Background: an optimization exercise with open tools, aiming at small area. Do not read the settings as production practice. Only simulation tests tie the RTL to the original design; equivalence was not proved. Power and IR drop assume default switching activity.

$ cat flow/design.v
module notch_step (
    input  wire [55:0] base,
    input  wire [3:0]  c,
    input  wire        cl,
    input  wire        sub,
    input  wire [39:0] y,
    output wire [55:0] s
);
    wire one0 = c[0] ^ cl;
    wire two0 = (c[1] & ~c[0] & ~cl) | (~c[1] & c[0] & cl);
    wire neg0 = c[1] ^ sub;
    wire one1 = c[2] ^ c[1];
    wire two1 = (c[3] & ~c[2] & ~c[1]) | (~c[3] & c[2] & c[1]);
    wire neg1 = c[3] ^ sub;
    wire [40:0] y1 = {y[39], y};
    wire [40:0] y2 = {y, 1'b0};
    wire [40:0] r0 = (({41{one0}} & y1) | ({41{two0}} & y2)) ^ {41{neg0}};
    wire [40:0] r1 = (({41{one1}} & y1) | ({41{two1}} & y2)) ^ {41{neg1}};
    wire [55:0] a  = base;
    wire [42:0] b0 = {~r0[40], r0[40], r0};
    wire [42:0] b1 = {~r1[40], r1[39:0], neg1, neg1};
    wire [55:0] p, g;
    genvar i;
    generate for (i = 0; i < 56; i = i + 1) begin : g_cs
        if (i <= 42) begin : lo
            assign p[i] = a[i] ^ b0[i] ^ b1[i];
            assign g[i] = (a[i] & b0[i]) | (a[i] & b1[i]) | (b0[i] & b1[i]);
        end else begin : hi
            assign p[i] = ~a[i];
            assign g[i] = a[i];
        end
    end endgenerate
    wire [55:0] q = {g[54:0], neg1};
    wire [56:0] cr;
    assign cr[0] = neg0;
    generate for (i = 0; i < 56; i = i + 1) begin : g_rip
        assign s[i] = p[i] ^ q[i] ^ cr[i];
        assign cr[i+1] = (p[i] & q[i]) | (p[i] & cr[i]) | (q[i] & cr[i]);
    end endgenerate
endmodule
module notch_pair (
    input  wire        clk,
    input  wire        rst,
    input  wire        cfg_we,
    input  wire        cfg_sel,
    input  wire        cfg_en,
    input  wire [15:0] cfg_b0,
    input  wire [15:0] cfg_b1,
    input  wire [15:0] cfg_b2,
    input  wire [15:0] cfg_a1,
    input  wire [15:0] cfg_a2,
    input  wire        in_valid,
    output wire        in_ready,
    input  wire [15:0] in_x,
    input  wire        in_bad,
    output reg         out_valid,
    output wire [15:0] out_y,
    output wire        out_sat,
    output wire        out_bad
);
    reg  [159:0] coef;
    reg  [1:0]   en;
    reg  [1:0]   steady;
    reg  [15:0]  xs0, xs1, xs2, xs3;
    reg  [39:0]  ys0, ys1, ys2, ys3;
    reg          ph;
    reg          busy;
    reg          nt;         
    reg  [2:0]   t;          
    reg          st;         
    reg  [1:0]   k;          
    reg  [15:0]  xv;         
    reg          fl;         
    reg          bad;
    reg  [55:0]  acc;
    assign in_ready = ~busy;
    assign out_y    = xv;
    assign out_sat  = fl;
    assign out_bad  = bad;
    wire accept    = in_valid & ~busy;
    wire computing = busy & ~st & (t < 3'd5);
    wire wb1       = busy & (t == 3'd5);    
    wire wb2       = busy & (t == 3'd7);    
    wire fr        = ph ~^ nt;              
    wire en_n     = nt ? en[1] : en[0];
    wire steady_n = nt ? steady[1] : steady[0];
    wire s_x  = (t == 3'd0) | steady_n;
    wire s_x1 = ~steady_n & ((t == 3'd1) | (t == 3'd7));
    wire s_x2 = ~steady_n & (t == 3'd2);
    wire s_y1 = ~steady_n & ((t == 3'd3) | (t == 3'd5));
    wire s_y2 = ~steady_n & (t == 3'd4);
    wire [15:0] xo = ({16{s_x}} & xv) |
                     ({16{s_x1 & fr}} & xs0) | ({16{s_x1 & ~fr}} & xs2) |
                     ({16{s_x2 & fr}} & xs1) | ({16{s_x2 & ~fr}} & xs3);
    wire [39:0] yo = ({40{s_y1 & fr}} & ys0) | ({40{s_y1 & ~fr}} & ys2) |
                     ({40{s_y2 & fr}} & ys1) | ({40{s_y2 & ~fr}} & ys3);
    wire [39:0] yop = yo | {{9{xo[15]}}, xo, 15'd0};
    wire [41:0] rq  = acc[55:14];
    wire        ovf = ~((rq[41] == rq[40]) && (rq[40] == rq[39]));
    wire [39:0] rc  = ovf ? {rq[41], {39{~rq[41]}}} : rq[39:0];
    wire [39:0] rb  = (t == 3'd0) ? 40'd0 : rc;
    wire        sub = (t == 3'd3) | (t == 3'd4);
    wire [55:0] base = (k == 2'd0) ? {{14{rb[39]}}, rb, sub, sub}
                                   : {acc[51:0], sub, sub, sub, sub};
    wire        msel = busy ? nt : cfg_sel;
    wire [79:0] cn = msel ? coef[79:0] : coef[159:80];
    reg  [15:0] cw;
    always @(*) begin
        case (t)
            3'd0:    cw = cn[79:64];
            3'd1:    cw = cn[63:48];
            3'd2:    cw = cn[47:32];
            3'd3:    cw = cn[31:16];
            default: cw = cn[15:0];
        endcase
    end
    wire [16:0] cwx = {cw, 1'b0};
    wire [3:0]  cd  = (k == 2'd0) ? cwx[16:13] : (k == 2'd1) ? cwx[12:9] :
                      (k == 2'd2) ? cwx[8:5] : cwx[4:1];
    wire        cl  = (k == 2'd0) ? cwx[12] : (k == 2'd1) ? cwx[8] :
                      (k == 2'd2) ? cwx[4] : cwx[0];
    wire [55:0] nxt;
    notch_step u_step (.base(base), .c(cd), .cl(cl), .sub(sub), .y(yop), .s(nxt));
    wire [40:0] rnd  = {ys0[39], ys0} + 41'd16384;
    wire [25:0] q    = rnd[40:15];
    wire        q_hi = ~q[25] & (|q[24:15]);
    wire        q_lo = q[25] & ~(&q[24:15]);
    wire [15:0] yq   = q_hi ? 16'h7fff : q_lo ? 16'h8000 : q[15:0];
    wire [79:0] cfg_all = {cfg_b0, cfg_b1, cfg_b2, cfg_a1, cfg_a2};
    wire        en_sel  = cfg_sel ? en[1] : en[0];
    wire        cfg_change = (cfg_en & ~en_sel) | (cfg_all != cn);
    always @(posedge clk) begin
        if (rst | (cfg_we & ~cfg_sel)) coef[159:80] <= cfg_all;
        if (rst | (cfg_we & cfg_sel))  coef[79:0]   <= cfg_all;
        if (rst | (cfg_we & ~cfg_sel)) en[0] <= cfg_en & ~rst;
        if (rst | (cfg_we & cfg_sel))  en[1] <= cfg_en & ~rst;
        acc <= nxt;
        ys0 <= ys2;
        ys1 <= ys3;
        ys2 <= wb1 ? rc : ys0;
        ys3 <= wb1 ? yop : ys1;
        xs0 <= xs2;
        xs1 <= xs3;
        xs2 <= wb2 ? xv : xs0;
        xs3 <= wb2 ? yop[30:15] : xs1;
        ph  <= ~ph & ~rst;
        if (rst) begin
            steady    <= 2'b11;
            busy      <= 1'b0;
            out_valid <= 1'b0;
        end else begin
            out_valid <= 1'b0;
            if (accept) begin
                xv  <= in_bad ? 16'd0 : in_x;
                fl  <= 1'b0;
                bad <= in_bad;
                nt  <= 1'b0;
                t   <= 3'd0;
                k   <= 2'd0;
                st  <= ~ph;          
                if (in_bad) begin
                    steady    <= 2'b11;
                    out_valid <= 1'b1;
                end else begin
                    busy <= 1'b1;
                end
            end
            if (st)
                st <= 1'b0;
            if (computing) begin
                if (t == 3'd4 && k == 2'd0 && en_n)
                    fl <= fl | ovf;
                k <= k + 2'd1;
                if (k == 2'd3)
                    t <= t + 3'd1;
            end
            if (wb1) begin
                if (en_n)
                    fl <= fl | ovf;
                t <= 3'd6;
            end
            if (busy & (t == 3'd6))
                t <= 3'd7;
            if (wb2) begin
                if (en_n) begin
                    xv <= yq;
                    fl <= fl | q_hi | q_lo;
                end
                steady[nt] <= 1'b0;
                t  <= 3'd0;
                nt <= 1'b1;
                if (nt) begin
                    busy      <= 1'b0;
                    out_valid <= 1'b1;
                end
            end
            if (cfg_we) begin
                if (cfg_change)
                    steady[cfg_sel] <= 1'b1;
            end
        end
    end
endmodule
$ cat flow/flow/run.sh
#!/bin/bash
# The standard layout (the standard.sh, ORFS), with three changes to how
# it is made:
#  - synthesis maps logic with an area-oriented abc script (synth.tcl, area.abc);
#  - ports are buffered with the smallest buffer (buf_1) instead of a delay cell;
#  - clock tree: sink clusters of up to 28 flip-flops on clkbuf_16, no dummy loads.
# Each step's full output is in orfs/logs; make's output in standard_finish.log.
set -euo pipefail
export NOTCH_ABC_SCRIPT=$PWD/flow/area.abc
CTS="-sink_clustering_enable -repair_clock_nets -dont_use_dummy_load"
CTS="$CTS -sink_clustering_size 28 -sink_clustering_max_diameter 120"
CTS="$CTS -buf_list {sky130_fd_sc_hd__clkbuf_16}"
bash standard.sh \
  "SYNTH_SCRIPT=$PWD/flow/synth.tcl" \
  "BUFFER_PORTS_ARGS=-buffer_cell sky130_fd_sc_hd__buf_1" \
  "CTS_ARGS=$CTS" \
  finish > standard_finish.log 2>&1
$ cat flow/flow/area.abc
&get -n
&st
&dch
&nf -a -R 1000
&put
topo
dnsize -c
$ cat flow/flow/synth.tcl
# The standard synthesis (synth_recipe.tcl), with one change: abc maps the
# logic with an area-oriented script (area.abc) instead of ORFS's speed script.
# Registers, their names and cell types are untouched by abc.
proc synth {args} { yosys synth -nofsm -noshare {*}$args }
proc abc {args} {
  set i [lsearch -exact $args -script]
  if { $i >= 0 } {
    set args [lreplace $args [expr {$i + 1}] [expr {$i + 1}] $::env(NOTCH_ABC_SCRIPT)]
  }
  yosys abc {*}$args
}
source $::env(SCRIPTS_DIR)/synth.tcl
# left out here: clear keep_hierarchy, flatten, clean up, hide names made inside functions, write 1_2_yosys.v
$ cat flow/standard.sh
#!/bin/bash
# synth_recipe.tcl (not shown) runs the flow's synth.tcl, then flattens the netlist and writes it again
# the make line also repeats each setting of config.mk as NAME=value (left out here)
make -C /OpenROAD-flow-scripts/flow DESIGN_CONFIG=/design/flow/config.mk WORK_HOME=/design/flow/orfs CLKGATE_MAP_FILE= SYNTH_SCRIPT=/design/flow/synth_recipe.tcl "${@:-finish}"
$ cat flow/config.mk
export PLATFORM = sky130hd
export DESIGN_NAME = notch_pair
export DESIGN_NICKNAME = notch_pair
export VERILOG_FILES = /design/flow/design.v
export SDC_FILE = /design/flow/constraint.sdc
export NUM_CORES = 4
export LEC_CHECK = 0
export ABC_CLOCK_PERIOD_IN_PS = 75000
export CAP_MARGIN = 0
export CORE_MARGIN = 2
export CORE_UTILIZATION = 65
export GPL_ROUTABILITY_DRIVEN = 0
export GPL_TIMING_DRIVEN = 0
export SLEW_MARGIN = 0
$ cat flow/constraint.sdc
create_clock -name core_clock -period 75.0 [get_ports {clk}]
set_input_delay 15.0000 -clock core_clock [delete_from_list [all_inputs] [get_ports {clk}]]
set_output_delay 15.0000 -clock core_clock [all_outputs]
set_load 0.01 [all_outputs]
==> reports/results.md, run 1 <==
- source-to-sink clock delay at the later pin of the worst-skew pair: 0.55 ns
- sum of overflow across all layers after global routing: 0
- number of port buffers: 122
- top_reg_cell synth: dfxtp_1
- starting utilization of the core area: 66.3%
- post-synthesis cell area: 21,000 µm²
- detailed route wirelength on metal3: 3.59 mm
- max-cap violation count: 0
- detailed-route wire length on metal 1: 22.1 mm
- final hold violation count: 0
- register area: 11,300 µm²
- placed wire-length estimate after detailed placement: 38.6 mm
- post-CTS clock slew at the launch and capture registers of the worst setup and hold paths: 0.11 ns
- cell with the most instances on the worst path: fa_1
- yosys synthesis warning count: 1
- Reg-to-Reg Start: busy
- Chip Width: 184 µm
- achievable frequency: 0.0240 GHz
- die boundary height: 184 µm
- number of global-route vias before repair: 15,800
- pin count of the biggest net entering global routing: 99
- sequential fraction of the synthesis area: 53.8%
- sum of negative setup slack: 0 ns
- largest area contributor in the synthesized netlist: dfxtp_1
- worst ir drop on vdd: 51.1 µV
- number of nets still failing antenna checks after routing: 0
- clock period minus final worst setup slack: 41.62 ns
- endpoint arrival time on the critical path: 42.10 ns
- CTS tree: yes
- Worst Path Max Fanout: 20
- Core Region: 31,700 µm²
- hold_sp: ys2[14]
- detailed-routing iteration count for the pre-antenna-repair pass: 8
- result of the run: timing/DRC/antenna clean
- hold depth: 0
- Inserted Clock Buffers: 20
- class of the tightest hold or removal check: reg -> reg
- CP required: 75.49 ns
- antenna cells: 0
- Avg WL per Cell: 22.9 µm
- Yosys top cell area share: 27.1%
- Worst Setup Start Kind: primary input
- standby leakage power: 8.43 nW
- worst-case register-to-register setup slack: 47.26 ns
- Setup crit end kind: flop
- most common cell after layout, fill and taps aside: dfxtp_1
- initial antenna violation count: 0
- ys async rst share: 0%
- CP max-delay cell: xor2_4
- Remaining DRCs: 0
- sink of the worst hold path: ys0[14]
- post-CTS setup-driven buffer insertion count: 0
- R2R depth: 73
- total number of clock tree sinks: 472
- Gate Count Post-Synth: 1,822
- worst clock skew on the final layout: 0.0282 ns
- vias: 15,700
- portion of the clock cycle consumed by the worst path in the final layout: 55.5%
- H-tree depth reported by CTS: 1
- average instance area after synthesis: 11.5 µm²
- capture instance of the worst register-to-register path: acc[54]
- synthesis-to-finish area growth: 10.2%
- number of vias per cell after detailed routing: 6.56
- total power per unit cell area: 38.5 nW/µm²
- worst rel slew slack: 12.7%
- Total Die Area: 33,800 µm²
- minimum hold slack: 0.339 ns
- transition time at the pin with the least slew margin: 1.31 ns
- unrepaired setup endpoints after global routing: no
- wire length of the first global-routing pass: 85.9 mm
- layout cells sized above 1: 3.42%
- global-route usage over all layers: 32.5%
- delay contributed by the slowest stage of the critical path: 0.89 ns
- maximum number of buffers from clock root to sink: 3
- Clock Root Buffer: clkbuf_16
- count of filler cells inserted in the layout: 2,310
- detailed route wirelength on metal2: 26.5 mm
- total count of max-transition violations in the final report: 0
- leading post-synthesis cells by cell area: dfxtp_1 (27%), edfxtp_1 (27%), fa_1 (9.0%)
- endpoints failing setup: 0
- area of the multi-input gates: 9540 µm²
- Post-Synthesis Net Count: 2,031
- count of standard-cell rows: 65
- post-synth cell types: 45
- nets: 2,201
- most frequent cells in the layout: dfxtp_1 (285), nand2_1 (240), edfxtp_1 (187)
- I/O pins: 123
- Iteration-0 DRC Markers: 1,600
- post-synthesis sequential element count: 472
- Hold-fix buffers, CTS: 0
- critical path start-end classification: in -> reg
- Final Routed Wirelength: 54.8 mm
- Top Layer Used: met4
- number of enable flip-flop cells after synthesis: 187
- count of cells resized by post-cts repair: 0
-- cell type report --
| type | instances | share of cell area (%) |
|---|---|---|
| clock buffer | 20 | 2.16 |
| multi-input combinational | 1266 | 41.2 |
| timing repair buffer | 148 | 4.29 |
| sequential | 472 | 48.9 |
| inverter | 84 | 1.36 |
| tap | 402 | 2.17 |
-- registers in the layout, summed over array words and instances (netlist names), 2 cells and up --
name	flops
ys2	40
xs1	16
xv	16
ys0	40
k	2
steady	2
acc	56
coef	160
t	3
xs3	16
xs2	16
xs0	16
ys1	40
ys3	40
en	2
-- worst max-delay path: cells and delay by family --
family | cells | cell delay, ns
mux | 3 | 1.38
compound gates | 5 | 1.05
buf+inv | 9 | 1.49
xor+xnor | 3 | 1.44
fa+ha+maj | 54 | 21.69
-- logic make-up (layout without fill, tap and decap cells) --
kind of cell / count (synthesis) / in the layout / synth area share [%]
simple gates: 387 / 387 / 7.81
compound gates: 538 / 538 / 16.8
buf+inv: 84 / 252 / 1.50
mux: 92 / 92 / 4.40
fa+ha+maj: 106 / 106 / 9.70
flops: 472 / 472 / 53.8
xor+xnor: 143 / 143 / 5.95
-- stage by stage --
stage | utilization (%) | instances | total power [W] | cell area [µm²] | worst slack (ns)
2_1_floorplan | - | 1822 | 0.000645 | 21000 | 26.88
3_3_place_gp | 69.3 | 2346 | 0.000747 | 22000 | 21.26
3_5_place_dp | 71.3 | 2370 | 0.000764 | 22600 | 32.70
4_1_cts | 72.9 | 2390 | 0.000892 | 23100 | 33.15
5_1_grt | 73.0 | 2392 | 0.000959 | 23200 | 32.25
6_report | 73.0 | 2392 | 0.000892 | 23200 | 33.38
-- worst max path at each step --
stage,slack (ns),startpoint,endpoint,depth (start not counted)
global route,32.25,cfg_sel,acc[54],74
global placement,21.26,cfg_sel,acc[54],70
detailed placement,32.70,cfg_sel,acc[54],74
CTS,33.15,cfg_sel,acc[54],74
finish,33.38,cfg_sel,acc[54],74
floorplan,26.88,cfg_sel,acc[54],69
-- synthesized netlist by cell type (6+ instances only) --
master and instances:
a211oi_1 8, a21boi_0 22, a21oi_1 53, a221oi_1 33, a222oi_1 48, a22o_1 10, a22oi_1 18, and3_1 23
clkinv_1 84, dfxtp_1 285, edfxtp_1 187, fa_1 95, ha_1 11, mux2i_1 88, nand2_1 244, nand3_1 20
nand4_1 11, nor2_1 53, nor3_1 12, nor4_1 12, o21a_1 13, o21ai_0 146, o22ai_1 157, o31ai_1 6
xnor2_1 75, xor2_1 68
-- power breakdown --
group	internal, W	total (W)	switching (W)
logic	0.000164	0.000388	0.000223
clock network	0.0000483	0.000123	0.0000751
registers	0.000339	0.000381	0.0000414
total	0.000552	0.000892	0.000340
-- metal layers --
metal / vias up / GRT usage [%]
li1: 7162 / -
met1: 7728 / 41.6
met2: 671 / 55.5
met3: 140 / 3.59
met4: 0 / 16.0
met5: - / 0
==> run 2: changes to the inputs <==
==> flow/flow/run.sh (replaced) <==
#!/bin/bash
# The standard layout (the standard.sh, ORFS), with three changes to how
# it is made:
#  - synthesis maps logic with an area-oriented abc script (synth.tcl, area.abc);
#  - ports are buffered with the smallest buffer (buf_1) instead of a delay cell;
#  - clock tree: sink clusters of up to 24 flip-flops on clkbuf_16, no dummy loads.
# Each step's full output is in orfs/logs; make's output in standard_finish.log.
set -euo pipefail
export NOTCH_ABC_SCRIPT=$PWD/flow/area.abc
CTS="-sink_clustering_enable -repair_clock_nets -dont_use_dummy_load"
CTS="$CTS -sink_clustering_size 14 -sink_clustering_max_diameter 80"
CTS="$CTS -buf_list {sky130_fd_sc_hd__clkbuf_8}"
bash standard.sh \
  "SYNTH_SCRIPT=$PWD/flow/synth.tcl" \
  "BUFFER_PORTS_ARGS=-buffer_cell sky130_fd_sc_hd__buf_1" \
  "CTS_ARGS=$CTS" \
  finish > standard_finish.log 2>&1
--- a/flow/config.mk
+++ b/flow/config.mk
@@ -8,7 +8,5 @@
 export ABC_CLOCK_PERIOD_IN_PS = 75000
 export CAP_MARGIN = 0
 export CORE_MARGIN = 2
-export CORE_UTILIZATION = 65
-export GPL_ROUTABILITY_DRIVEN = 0
-export GPL_TIMING_DRIVEN = 0
+export CORE_UTILIZATION = 55
 export SLEW_MARGIN = 0
==> run 2 against run 1 <==
Still clean on timing, DRC and antenna. Synthesized cell count unchanged. Register-to-register slack improved by 0.63 ns. Cell area decreased by 0.57%. Sequential cell count unchanged. Highest routed layer unchanged.
==> reports/results.md, run 2 <==
- result of the run: timing/DRC/antenna clean
- biggest registers after layout: coef x160, acc x56
- portion of the clock cycle consumed by the worst path in the final layout: 54.6%
- die boundary height: 200 µm
- number of nets still failing antenna checks after routing: 0
- Iteration-0 DRC Markers: 1,148
- number of vias per cell after detailed routing: 6.13
- switching power share of the total: 38.9%
- detailed-routing iteration count for the pre-antenna-repair pass: 6
- internal power component: 0.000547 W
- sequential fraction of design power: 42.4%
- placed wire-length estimate after detailed placement: 39.2 mm
- vias: 15,500
- Clock Root Buffer: clkbuf_8
- post-synth cell types: 45
- nets: 2,227
- sink of the worst hold path: ys0[6]
- pin count of the biggest net entering global routing: 85
- wire length of the first global-routing pass: 87.0 mm
- top_reg_cell synth: dfxtp_1
- cell with the most instances on the worst path: fa_1
- source-to-sink clock delay at the later pin of the worst-skew pair: 0.62 ns
- yosys synthesis warning count: 1
- worst-case register-to-register setup slack: 47.89 ns
- global-route usage over all layers: 28.7%
- Worst Setup Start Kind: primary input
- maximum number of buffers from clock root to sink: 3
- count of standard-cell rows: 71
- Remaining DRCs: 0
- initial antenna violation count: 1
- clock power share: 14.2%
- most common cell after layout, fill and taps aside: dfxtp_1
- post-synthesis sequential element count: 472
- CP required: 75.57 ns
- Hold-fix buffers, CTS: 0
- class of the tightest hold or removal check: reg -> reg
- R2R depth: 74
- synthesis-to-finish area growth: 9.52%
- post-synthesis cell area: 21,000 µm²
- sequential fraction of the synthesis area: 53.8%
- Yosys top cell area share: 27.1%
- ranking of synthesized cells by instance count: dfxtp_1 (285), nand2_1 (244), edfxtp_1 (187), o22ai_1 (157), o21ai_0 (146)
- sum of overflow across all layers after global routing: 0
- Setup crit end kind: flop
- count of filler cells inserted in the layout: 3,202
- standby leakage power: 8.37 nW
- endpoints failing setup: 0
- worst ir drop on vdd: 28.1 µV
- Inserted Clock Buffers: 39
- sw power: 0.000348 W
- post-CTS clock slew at the launch and capture registers of the worst setup and hold paths: 0.09 ns
- Gate Count Post-Synth: 1,822
- sum of negative setup slack: 0 ns
- unrepaired setup endpoints after global routing: no
- max FFs per register: 160
- endpoint arrival time on the critical path: 41.50 ns
- number of enable flip-flop cells after synthesis: 187
- Avg WL per Cell: 22.5 µm
- part of the power in combinational logic: 43.4%
- total number of clock tree sinks: 472
- routability cong.: 0.913
- Final Routed Wirelength: 57.0 mm
- total power per unit cell area: 38.9 nW/µm²
- Chip Width: 200 µm
- critical path start-end classification: in -> reg
- most common cell in the synthesized netlist: dfxtp_1
- max-cap violation count: 0
- Total Die Area: 39,800 µm²
- transition time at the pin with the least slew margin: 1.11 ns
- Post-Synthesis Net Count: 2,031
- core utilization of the finished layout: 61.2%
- count of cells resized by post-cts repair: 0
- leading post-synthesis cells by cell area: dfxtp_1 (27%), edfxtp_1 (27%), fa_1 (9.0%)
- worst rel slew slack: 25.7%
- hold_sp: ys2[6]
- layout cells sized above 1: 4.32%
- starting utilization of the core area: 55.8%
- number of port buffers: 122
- worst clock skew on the final layout: 0.0156 ns
- CTS tree: yes
- ys async rst share: 0%
- total count of max-transition violations in the final report: 0
- I/O pins: 123
- Worst Path Max Fanout: 42
- number of global-route vias before repair: 15,300
- achievable frequency: 0.0244 GHz
- capture instance of the worst register-to-register path: acc[54]
- top register by number of flip-flops: coef
- Reg-to-Reg Start: busy
- hold depth: 0
- delay contributed by the slowest stage of the critical path: 0.69 ns
- most frequent cells in the layout: dfxtp_1 (285), nand2_1 (243), edfxtp_1 (187)
- CP max-delay cell: buf_4
- clock period minus final worst setup slack: 40.93 ns
- largest area contributor in the synthesized netlist: dfxtp_1
- H-tree depth reported by CTS: 2
- post-CTS setup-driven buffer insertion count: 0
- average instance area after synthesis: 11.5 µm²
- final hold violation count: 0
- Core Region: 37,700 µm²
## run 2: cell counts after synthesis
Identical to the previous run, type by type.
## run 2: final cells by class
cell class                 count  area, µm²  share of cell area [%]
tap                          511        639                    2.78
timing repair buffer         155        706                    3.06
clock buffer                  39        537                    2.33
multi-input combinational   1266       9520                    41.3
inverter                      84        315                    1.37
sequential                   472      11300                    49.1
antenna                        1       2.50                  0.0109
## run 2: how the worst max path moves through the flow
stage	startpoint	endpoint	slack, ns	depth (start not counted)
after floorplan	cfg_sel	acc[54]	26.88	69
after global placement	cfg_sel	acc[54]	33.60	75
after detailed placement	cfg_sel	acc[54]	33.21	75
after CTS	cfg_sel	acc[54]	33.93	75
after global routing	cfg_sel	acc[54]	32.72	75
final	cfg_sel	acc[54]	34.07	75
## run 2: cell families after synthesis
group	after synthesis	share of synthesized area, %
adder cells (fa/ha/maj)	106	9.70
AND/OR/NAND/NOR	387	7.81
multiplexers	92	4.40
flip-flops	472	53.8
XOR/XNOR	143	5.95
AO/OA/AOI/OAI	538	16.8
buffers and inverters	84	1.50
## run 2: worst max-delay path, delay by kind of cell
family / cells / cell delay [ns]
fa+ha+maj: 54 / 21.57
buf+inv: 7 / 2.09
compound gates: 5 / 0.85
mux: 3 / 0.85
simple gates: 4 / 0.58
xor+xnor: 2 / 0.53
## run 2: per-layer routing
| metal | track usage [%] | routed length [µm] | part of all wire (%) | up-vias |
|---|---|---|---|---|
| met5 | 0 | 0 | 0 | - |
| met4 | 11.1 | 1790 | 3.1 | 0 |
| met3 | 3.76 | 3200 | 5.6 | 105 |
| met2 | 49.3 | 28600 | 50 | 505 |
| met1 | 36.9 | 23400 | 41 | 7663 |
| li1 | - | - | - | 7213 |
## run 2: power groups by stage
stage               registers, W  clock network, W  logic, W
floorplan               0.000370                 0  0.000275
detailed placement      0.000384                 0  0.000388
CTS                     0.000379          0.000131  0.000393
global route            0.000386          0.000139  0.000445
global placement        0.000383                 0  0.000384
finish                  0.000380          0.000127  0.000388
## run 2: metrics by stage
stage	instances	worst slack, ns	area, µm²	power (W)	hold WS [ns]
global route	2528	32.72	23000	0.000970	0.338
detailed placement	2488	33.21	22500	0.000773	0.334
global placement	2488	33.60	22500	0.000768	0.331
floorplan	1822	26.88	21000	0.000645	0.326
finish	2528	34.07	23000	0.000895	0.350
CTS	2527	33.93	23000	0.000903	0.340

-- afterwards: timing with drivers on the ports --
The flow's constraints put no driver on any port. The routed layouts listed below were extracted and timed again, unchanged, in two steps. Step 1 assumes that a clkbuf_16 drives the clock port and a buf_2 every other input. Step 2 also shifts input and output timing later by t, the mid clock arrival at the registers, as if the neighbouring blocks saw the same clock. Slacks: no drivers / after step 1 / after step 2; pairs: no drivers / after step 1.
run | t, ns | slack for setup (ns) | worst register clock-pin slew, ns
run 1 | 0.593 | 33.382 / 33.414 / 32.821 | 0.11 / 0.11
run 2 | 0.671 | 34.073 / 34.110 / 33.439 | 0.10 / 0.10
After both steps setup and hold are still met in every run listed. For run 2, which loses most, drivers alone change the setup slack by +0.037 ns; drivers and shift together by -0.634 ns.
